What follows belongs to an exercise in optimizing a design on an open flow for small area, a short achievable clock period and few clock cycles; a production flow would make more cautious choices.
For this run, only the layout was checked, not whether the RTL still works.

$ cat flow/design.v
module red_reduce (
    input  wire        clk,
    input  wire        rst,         
    input  wire        in_valid,
    output reg         in_ready,
    input  wire        in_first,    
    input  wire        in_last,     
    input  wire [7:0]  op,
    input  wire [23:0] p0,
    input  wire [23:0] p1,
    input  wire [23:0] a,
    input  wire        a_ok,
    input  wire [23:0] b,
    input  wire        b_ok,
    output reg         out_valid,
    output wire [23:0] r0,
    output wire [23:0] r1,
    output reg         r_ok,
    output reg         nsat,
    output reg         asat
);
    parameter DIV_K = 3;      
    parameter SQ_K  = 2;      
    localparam [2:0] K_SUM   = 3'd0;
    localparam [2:0] K_MEAN  = 3'd1;
    localparam [2:0] K_MIN   = 3'd2;
    localparam [2:0] K_MAX   = 3'd3;
    localparam [2:0] K_COUNT = 3'd4;
    localparam [2:0] K_RMS   = 3'd6;
    localparam [2:0] K_DOT   = 3'd7;
    localparam ND = 48 / DIV_K;    
    localparam NS = 24 / SQ_K;     
    wire take = in_valid && in_ready && !rst;
    reg  [2:0]  kind_v;           
    wire [2:0]  e_kind = in_first ? op[2:0] : kind_v;
    wire        e_use  = (e_kind == K_DOT) ? (a_ok && b_ok) : a_ok;
    reg         v1, f1, l1, u1;
    reg  [2:0]  k1;
    reg  [4:0]  sh1;
    reg  [10:0] mv1;
    reg  signed [23:0] a1, b1;
    always @(posedge clk) begin
        v1 <= take;
        if (take) begin
            if (in_first) kind_v <= op[2:0];
            f1  <= in_first;
            l1  <= in_last;
            u1  <= e_use;
            k1  <= e_kind;
            sh1 <= p0[4:0];
            mv1 <= (op[2:0] == K_SUM || op[2:0] == K_DOT) ? p1[10:0] : p0[10:0];
            a1  <= a;
            b1  <= (e_kind == K_RMS) ? a : (e_kind == K_DOT) ? b : 24'd1;
        end
    end
    reg         v2, f2, l2, u2;
    reg  [2:0]  k2;
    reg  [4:0]  sh2;
    reg  [10:0] mv2;
    reg  signed [47:0] prod;
    always @(posedge clk) begin
        v2 <= v1 && !rst;
        if (v1) begin
            f2   <= f1;
            l2   <= l1;
            u2   <= u1;
            k2   <= k1;
            sh2  <= sh1;
            mv2  <= mv1;
            prod <= a1 * b1;
        end
    end
    reg  signed [57:0] acc;       
    reg  [10:0] cnt;              
    reg  [9:0]  idx;              
    reg  [2:0]  ka;
    reg  [4:0]  sha;
    reg  [10:0] mva;
    reg         full;             
    wire        a_mm     = (k2 == K_MIN) || (k2 == K_MAX);
    wire [10:0] cnt_base = f2 ? 11'd0 : cnt;
    wire [9:0]  idx_base = f2 ? 10'd0 : idx;
    wire signed [57:0] acc_base = f2 ? 58'sd0 : acc;
    wire signed [23:0] pa   = prod[23:0];
    wire signed [23:0] best = acc[23:0];
    wire        better = (k2 == K_MIN) ? (pa < best) : (pa > best);
    localparam [2:0] P_IDLE = 3'd0;
    localparam [2:0] P_SHR  = 3'd1;    
    localparam [2:0] P_DIV  = 3'd2;
    localparam [2:0] P_RND  = 3'd3;    
    localparam [2:0] P_SQRT = 3'd4;
    localparam [2:0] P_ROOT = 3'd5;
    localparam [2:0] P_NRW  = 3'd6;    
    localparam [2:0] P_OUT  = 3'd7;
    reg  [2:0]  ph;
    reg  [2:0]  fk;               
    reg  [47:0] W;                
    reg  [25:0] X;                
    reg  [23:0] Y;                
    reg  [5:0]  fi;               
    reg         neg;
    reg  [6:0]  frem;             
    reg  [1:0]  pend;             
    assign r0 = W[23:0];
    assign r1 = {14'd0, W[33:24]};
    wire cap = full && (frem <= 7'd1);
    wire        minv_met = cnt >= ((mva == 11'd0) ? 11'd1 : mva);
    wire        acc_ovf  = !((&acc[57:47]) || !(|acc[57:47]));
    wire [47:0] acc_sat  = acc_ovf ? (acc[57] ? 48'h8000_0000_0000 : 48'h7FFF_FFFF_FFFF) : acc[47:0];
    wire [33:0] acc_abs  = acc[57] ? (34'd0 - acc[33:0]) : acc[33:0];
    wire [4:0]  nshift   = {2'd0, sha[4:2]} + {3'd0, sha[1:0]};    
    reg  [6:0]  F_cyc;
    always @(*) begin
        F_cyc = 7'd1;
        if (minv_met || ka == K_COUNT)
            case (ka)
                K_SUM, K_DOT: F_cyc = {2'd0, nshift} + 7'd2;
                K_MEAN:       F_cyc = ND / 2 + 2;
                K_RMS:        F_cyc = ND + NS + 3;
                default:      F_cyc = 7'd1;
            endcase
    end
    reg  [9:0]  dv_r;
    reg  [47:0] dv_w;
    reg  [10:0] dv_t;
    integer     j;
    always @(*) begin
        dv_r = X[9:0];
        dv_w = W;
        for (j = 0; j < DIV_K; j = j + 1) begin
            dv_t = {dv_r, dv_w[47]};
            dv_w = {dv_w[46:0], 1'b0};
            if (dv_t >= Y[10:0]) begin
                dv_t    = dv_t - Y[10:0];
                dv_w[0] = 1'b1;
            end
            dv_r = dv_t[9:0];
        end
    end
    wire [11:0] rem2   = {1'b0, X[9:0], 1'b0};
    wire        div_up = (rem2 > {1'b0, Y[10:0]}) || ((rem2 == {1'b0, Y[10:0]}) && W[0]);
    reg  [25:0] sq_r;
    reg  [47:0] sq_w;
    reg  [23:0] sq_y;
    reg  [27:0] sq_t, sq_try;
    always @(*) begin
        sq_r = X;
        sq_w = W;
        sq_y = Y;
        for (j = 0; j < SQ_K; j = j + 1) begin
            sq_t   = {sq_r, sq_w[47:46]};
            sq_try = {2'b0, sq_y[23:0], 2'b01};
            sq_w   = {sq_w[45:0], 2'b00};
            if (sq_t >= sq_try) begin
                sq_t = sq_t - sq_try;
                sq_y = {sq_y[22:0], 1'b1};
            end else begin
                sq_y = {sq_y[22:0], 1'b0};
            end
            sq_r = sq_t[25:0];
        end
    end
    wire [24:0] root_n = {1'b0, Y} + {24'd0, (X > {2'd0, Y})};
    wire        sh4    = X[4:2] != 3'd0;
    wire [47:0] shr_w  = sh4 ? {{4{W[47]}}, W[47:4]} : {W[47], W[47:1]};
    wire        shr_g  = sh4 ? W[3] : W[0];
    wire        shr_s  = X[6] | X[5] | (sh4 ? (|W[2:0]) : 1'b0);
    wire [4:0]  shr_c  = X[4:0] - (sh4 ? 5'd4 : 5'd1);
    wire        n_rnd  = X[5] && (X[6] || W[0]);
    reg  [47:0] inc_a;
    reg         inc_b;
    always @(*) begin
        case (ph)
            P_RND:   begin
                inc_a = (fk == K_MEAN && neg) ? ~W : W;
                inc_b = (fk == K_MEAN && neg) ? !div_up : div_up;
            end
            default: begin inc_a = W; inc_b = n_rnd; end
        endcase
    end
    wire [47:0] inc   = inc_a + {47'd0, inc_b};
    wire        n_hi  = !inc[47] && (|inc[46:23]);
    wire        n_lo  = inc[47] && !(&inc[46:23]);
    wire [1:0] pend_n = pend + {1'b0, take && in_last} - {1'b0, cap};
    reg  [6:0] frem_n;
    always @(*) begin
        if (cap)              frem_n = F_cyc;
        else if (frem != 0)   frem_n = frem - 7'd1;
        else                  frem_n = 7'd0;
    end
    always @(posedge clk) begin
        if (rst) begin
            full      <= 1'b0;
            pend      <= 2'd0;
            frem      <= 7'd0;
            ph        <= P_IDLE;
            out_valid <= 1'b0;
            in_ready  <= 1'b1;
        end else begin
            pend     <= pend_n;
            frem     <= frem_n;
            in_ready <= !((pend_n >= 2'd2) || (pend_n == 2'd1 && frem_n > 7'd3));
            out_valid <= (frem_n == 7'd1);
            if (v2) begin
                idx <= idx_base + 10'd1;
                cnt <= cnt_base + {10'd0, u2};
                if (f2) begin
                    ka  <= k2;
                    sha <= sh2;
                    mva <= mv2;
                end
                if (a_mm) begin
                    if (u2 && (cnt_base == 11'd0 || better))
                        acc <= {24'd0, idx_base, pa};
                end else begin
                    acc <= acc_base + (u2 ? {{10{prod[47]}}, prod} : 58'sd0);
                end
            end
            if (v2 && l2)
                full <= 1'b1;
            else if (cap)
                full <= 1'b0;
            if (cap) begin
                fk    <= ka;
                r_ok  <= 1'b0;
                nsat  <= 1'b0;
                asat  <= 1'b0;
                W     <= 48'd0;
                ph    <= P_OUT;
                if (ka == K_COUNT) begin
                    W    <= {37'd0, cnt};
                    r_ok <= 1'b1;
                end else if (minv_met) begin
                    case (ka)
                        K_MIN, K_MAX: begin
                            W    <= {14'd0, acc[33:0]};
                            r_ok <= 1'b1;
                        end
                        K_SUM, K_DOT: begin
                            W    <= acc_sat;
                            asat <= acc_ovf;
                            X    <= {19'd0, 2'b00, sha};
                            ph   <= (sha == 5'd0) ? P_NRW : P_SHR;
                        end
                        K_MEAN: begin
                            neg  <= acc[57];
                            W    <= {acc_abs[23:0], 24'd0};
                            X    <= {16'd0, acc_abs[33:24]};
                            Y    <= {13'd0, cnt};
                            fi   <= ND / 2 - 1;
                            ph   <= P_DIV;
                        end
                        default: begin    
                            neg  <= 1'b0;
                            W    <= acc[47:0];
                            X    <= {16'd0, acc[57:48]};
                            Y    <= {13'd0, cnt};
                            fi   <= ND - 1;
                            ph   <= P_DIV;
                        end
                    endcase
                end
            end else begin
                case (ph)
                    P_SHR: begin
                        W <= shr_w;
                        X <= {19'd0, shr_s, shr_g, shr_c};
                        if (shr_c == 5'd0) ph <= P_NRW;
                    end
                    P_NRW: begin
                        r_ok <= 1'b1;
                        nsat <= n_hi || n_lo;
                        W    <= {24'd0, n_hi ? 24'h7FFFFF : n_lo ? 24'h800000 : inc[23:0]};
                        ph   <= P_OUT;
                    end
                    P_DIV: begin
                        W  <= dv_w;
                        X  <= {16'd0, dv_r};
                        fi <= fi - 6'd1;
                        if (fi == 6'd0) ph <= P_RND;
                    end
                    P_RND: begin
                        if (fk == K_MEAN) begin
                            r_ok <= 1'b1;
                            W    <= {24'd0, inc[23:0]};
                            ph   <= P_OUT;
                        end else begin
                            W  <= inc;
                            X  <= 26'd0;
                            Y  <= 24'd0;
                            fi <= NS - 1;
                            ph <= P_SQRT;
                        end
                    end
                    P_SQRT: begin
                        W  <= sq_w;
                        X  <= sq_r;
                        Y  <= sq_y;
                        fi <= fi - 6'd1;
                        if (fi == 6'd0) ph <= P_ROOT;
                    end
                    P_ROOT: begin
                        r_ok <= 1'b1;
                        if (root_n[24] || root_n[23]) begin
                            W    <= {24'd0, 24'h7FFFFF};
                            nsat <= 1'b1;
                        end else begin
                            W    <= {24'd0, root_n[23:0]};
                        end
                        ph <= P_OUT;
                    end
                    default: ;
                endcase
            end
        end
    end
    always @(posedge clk)
        if (!rst && v2 && f2 && full && !cap)
            $display("ERROR: accumulator overwritten before finishing took it");
endmodule
$ cat flow/run.sh
#!/bin/bash
# synth_recipe.tcl (not shown) runs the flow's synth.tcl, then flattens the netlist and writes it again
# the make line also repeats each setting of config.mk as NAME=value (left out here)
make -C /OpenROAD-flow-scripts/flow DESIGN_CONFIG=/design/flow/config.mk WORK_HOME=/design/flow/orfs CLKGATE_MAP_FILE= SYNTH_SCRIPT=/design/flow/synth_recipe.tcl finish
$ cat flow/config.mk
export PLATFORM = sky130hd
export DESIGN_NAME = red_reduce
export DESIGN_NICKNAME = red_reduce
export VERILOG_FILES = /design/flow/design.v
export SDC_FILE = /design/flow/constraint.sdc
export NUM_CORES = 4
export LEC_CHECK = 0
export CAP_MARGIN = 20
export CORE_MARGIN = 2
export CORE_UTILIZATION = 40
export SLEW_MARGIN = 20
$ cat flow/constraint.sdc
create_clock -name core_clock -period 14.0 [get_ports {clk}]
set_input_delay 2.8000 -clock core_clock [delete_from_list [all_inputs] [get_ports {clk}]]
set_output_delay 2.8000 -clock core_clock [all_outputs]
set_load 0.01 [all_outputs]
==> run notes <==
state kept, by name, indices dropped and copies added, names as in the netlist, 6 cells and up:
name / flops
W: 48
mva: 11
fi: 6
cnt: 11
Y: 24
frem: 7
X: 26
idx: 10
a1: 24
mv2: 11
acc: 58
prod: 48
mv1: 11
b1: 24
kinds of logic (layout without fill, tap and decap cells):
logic type,count (synthesis),count (layout),share of synthesized area (%)
xor+xnor,301,301,5.07
buf+inv,1108,1055,8.42
flops,366,366,20.8
simple gates,1914,1914,17.9
other cells,1,14,0.00719
compound gates,1222,1222,15.2
fa+ha+maj,945,945,31.5
mux,57,57,1.14
placed cells by master (no fill, tap or decap), drive strengths merged, types with 54 or more instances in the layout:
cell type,count
a21oi,337
a21o,88
clkbuf,54
xor2,81
and2,278
buf,92
o21ai,280
clkdlybuf4s50,118
inv,763
nor2,347
nor3,86
nand3,104
nand4,57
fa,612
edfxtp,349
xnor2,220
nand2,712
ha,333
nor2b,72
stage by stage:
stage	cell area (sq um)
floorplan	52200
global placement	54800
detailed placement	54800
CTS	56400
global route	56400
finish	56400
worst max-delay path, delay by kind of cell, from the launching register on:
kind            cells  cell delay, ns
flops               1            1.10
buf+inv             5            0.27
xor+xnor            1            0.13
simple gates        1            0.21
fa+ha+maj           8            4.08
compound gates      9            2.59
final timing paths:
kind | from | endpoint | slack (ns) | cells after the start
worst max register to register | b1[7] | prod[47] | 5.38 | 24
worst min-delay path | mv2[4] | mva[4] | 0.42 | 0
worst min register to register | mv2[4] | mva[4] | 0.42 | 0
worst max-delay path | b1[7] | prod[47] | 5.38 | 24
per-layer routing:
metal	track usage, %	vias up	part of all wire [%]
li1	-	19821	-
met1	32.7	21487	43
met2	38.9	1679	47
met3	3.09	259	7.2
met4	6.47	0	2.8
met5	0	-	0
layout make-up:
type | count | area (sq um) | area share, %
inverters | 761 | 2860 | 5.06
clock buffers | 54 | 1240 | 2.20
flip-flops and latches | 366 | 10800 | 19.2
repair buffers | 210 | 1920 | 3.41
multi-input cells | 4453 | 37100 | 65.7
well taps | 1742 | 2180 | 3.86
clock inverters | 30 | 307 | 0.543
==> out/summary.txt <==
Post-synth top area share - 23.5%
Residual DRC - 0
Cell Count, Final, Fillers Out - 7616
Yosys top cell by area - fa_1
Worst slew pin tran - 1.20 ns
Worst-path cell chain - nand2_1 > fa_1 > fa_1 > inv_1 > fa_1 > inv_1 > fa_1 > inv_1 > fa_1 > fa_1 > inv_1 > fa_1 > inv_1 > ha_1 > a21o_1 > a21o_1 > a2111oi_0 > o21ai_0 > a221oi_1 > a311oi_1 > a31oi_1 > o31a_1 > a31oi_1 > xnor2_1
DR iter-0 viols - 4457
Port Buffers - 118
Vias in the first global route - 43493
Post-Syn Area - 52100 sq um
Clock sinks - 366
Top cells by count, synth - 758 x inv_1, 711 x nand2_1, 612 x fa_1, 349 x edfxtp_1, 345 x nor2_1
RD Place Congestion - 0.938
Post-synthesis sequential area ratio - 20.8%
Setup violators final - 0
Num CTS Buffers - 48
Final WS setup - 5.38 ns
Post-synth cell types - 104
Via count - 43246
Relative slew slack - 20.0%
Worst setup SP type - flip-flop
Root cell of the clock tree - clkbuf_16
Critical path peak fanout - 24
Die Area - 133000 sq um
Vias per cell - 5.68
Hold_ws - 0.417 ns
Clock Path Buffers - 3
Worst slack at placement - 5.28 ns
Crit path capture type - flip-flop
Part of the cycle the worst path needs - 61.6%
Synth-to-Final Area Change - 8.21%
Grt total ovfl - 0
Crit Path Class - flip-flop to flip-flop
Detailed Routing Iterations Pass 1 - 9
Pins Over Slew Limit - 0
Clock slew at reported path FFs - 0.06 ns
Total GRT Usage - 23.6%
Async SR Flop Fraction - 0%
Max-cap violations - 0
Worst path slowest cell - edfxtp_1
Top cells by area, synth - fa_1 23%, edfxtp_1 20%, ha_1 8.0%
Share of cells above drive strength 1 - 4.36%
Dpl hpwl - 120000 microns
Pin count of the biggest net entering global routing - 64
Hold WC Path Type - flip-flop to flip-flop
Peak Freq - 116 MHz
I/O pin count - 164
Max incr delay on CP - 1.10 ns
Synthesis-stage register bit count - 366
Arr. time, crit path - 8.98 ns
Initial antenna violation count - 0
# diodes - 0
CP most frequent cell - fa_1
Post-synth EDFFs - 349
Most frequent cell after synthesis - inv_1
CP required - 14.36 ns
Final WL - 157000 microns
Row cnt - 132
Core Util, Final - 43.6%
First-pass GRT wire length - 249000 microns
Post-Route Setup TNS - 0 ns
Nets@finish - 6896
Post_cts resized - 0
Placed cells - 7528
H-tree levels - 2
Final hold vios - 0
Wire per inst - 20.7 microns
Final ANT Viol Nets - 0
Yosys warns - 1
Period minus WS final - 8.62 ns
Die W - 365 microns
Fillers - 12892
Post-CTS Setup Bufs - 0
Clock latency on the worst-skew pair - 0.67 ns
CTS tree - yes
RSZ-0062 raised after global routing - no
Core area - 129000 sq um
Initial Util - 40.3%
Top_reg_cell synth - edfxtp_1
Die Span Y - 365 microns
Cells after Synth - 5914
Hold_buf cts - 0
Syn Area/Cell - 8.82 sq um
Skew final - 0.0662 ns
Outcome - finished clean

re-timing with driven ports:
Ports are ideal in the flow. The routed layout listed here was re-timed in OpenROAD.
Step 1, drivers: a clkbuf_16 drives clk and a buf_2 each remaining input, both assumed.
Step 2 moves the port delays by t, midway between the first and last clock arrival at a register: inputs arrive t later, outputs are due t later. That takes back most of the time a late clock gives input paths.
a / b / c = no drivers / after step 1 / after step 2; a / b = the first two.
shift t [ns]: 0.723
setup slack, ns: 5.376 / 5.376 / 5.376
worst register clock-pin slew, ns: 0.07 / 0.07
worst slew at a driven data input, ns: 0.11
pins driven straight from the clock port: 1
After both steps setup and hold are still met in this run. The setup slack of this run moves by 0.000 ns with the drivers and by 0.000 ns with both steps.
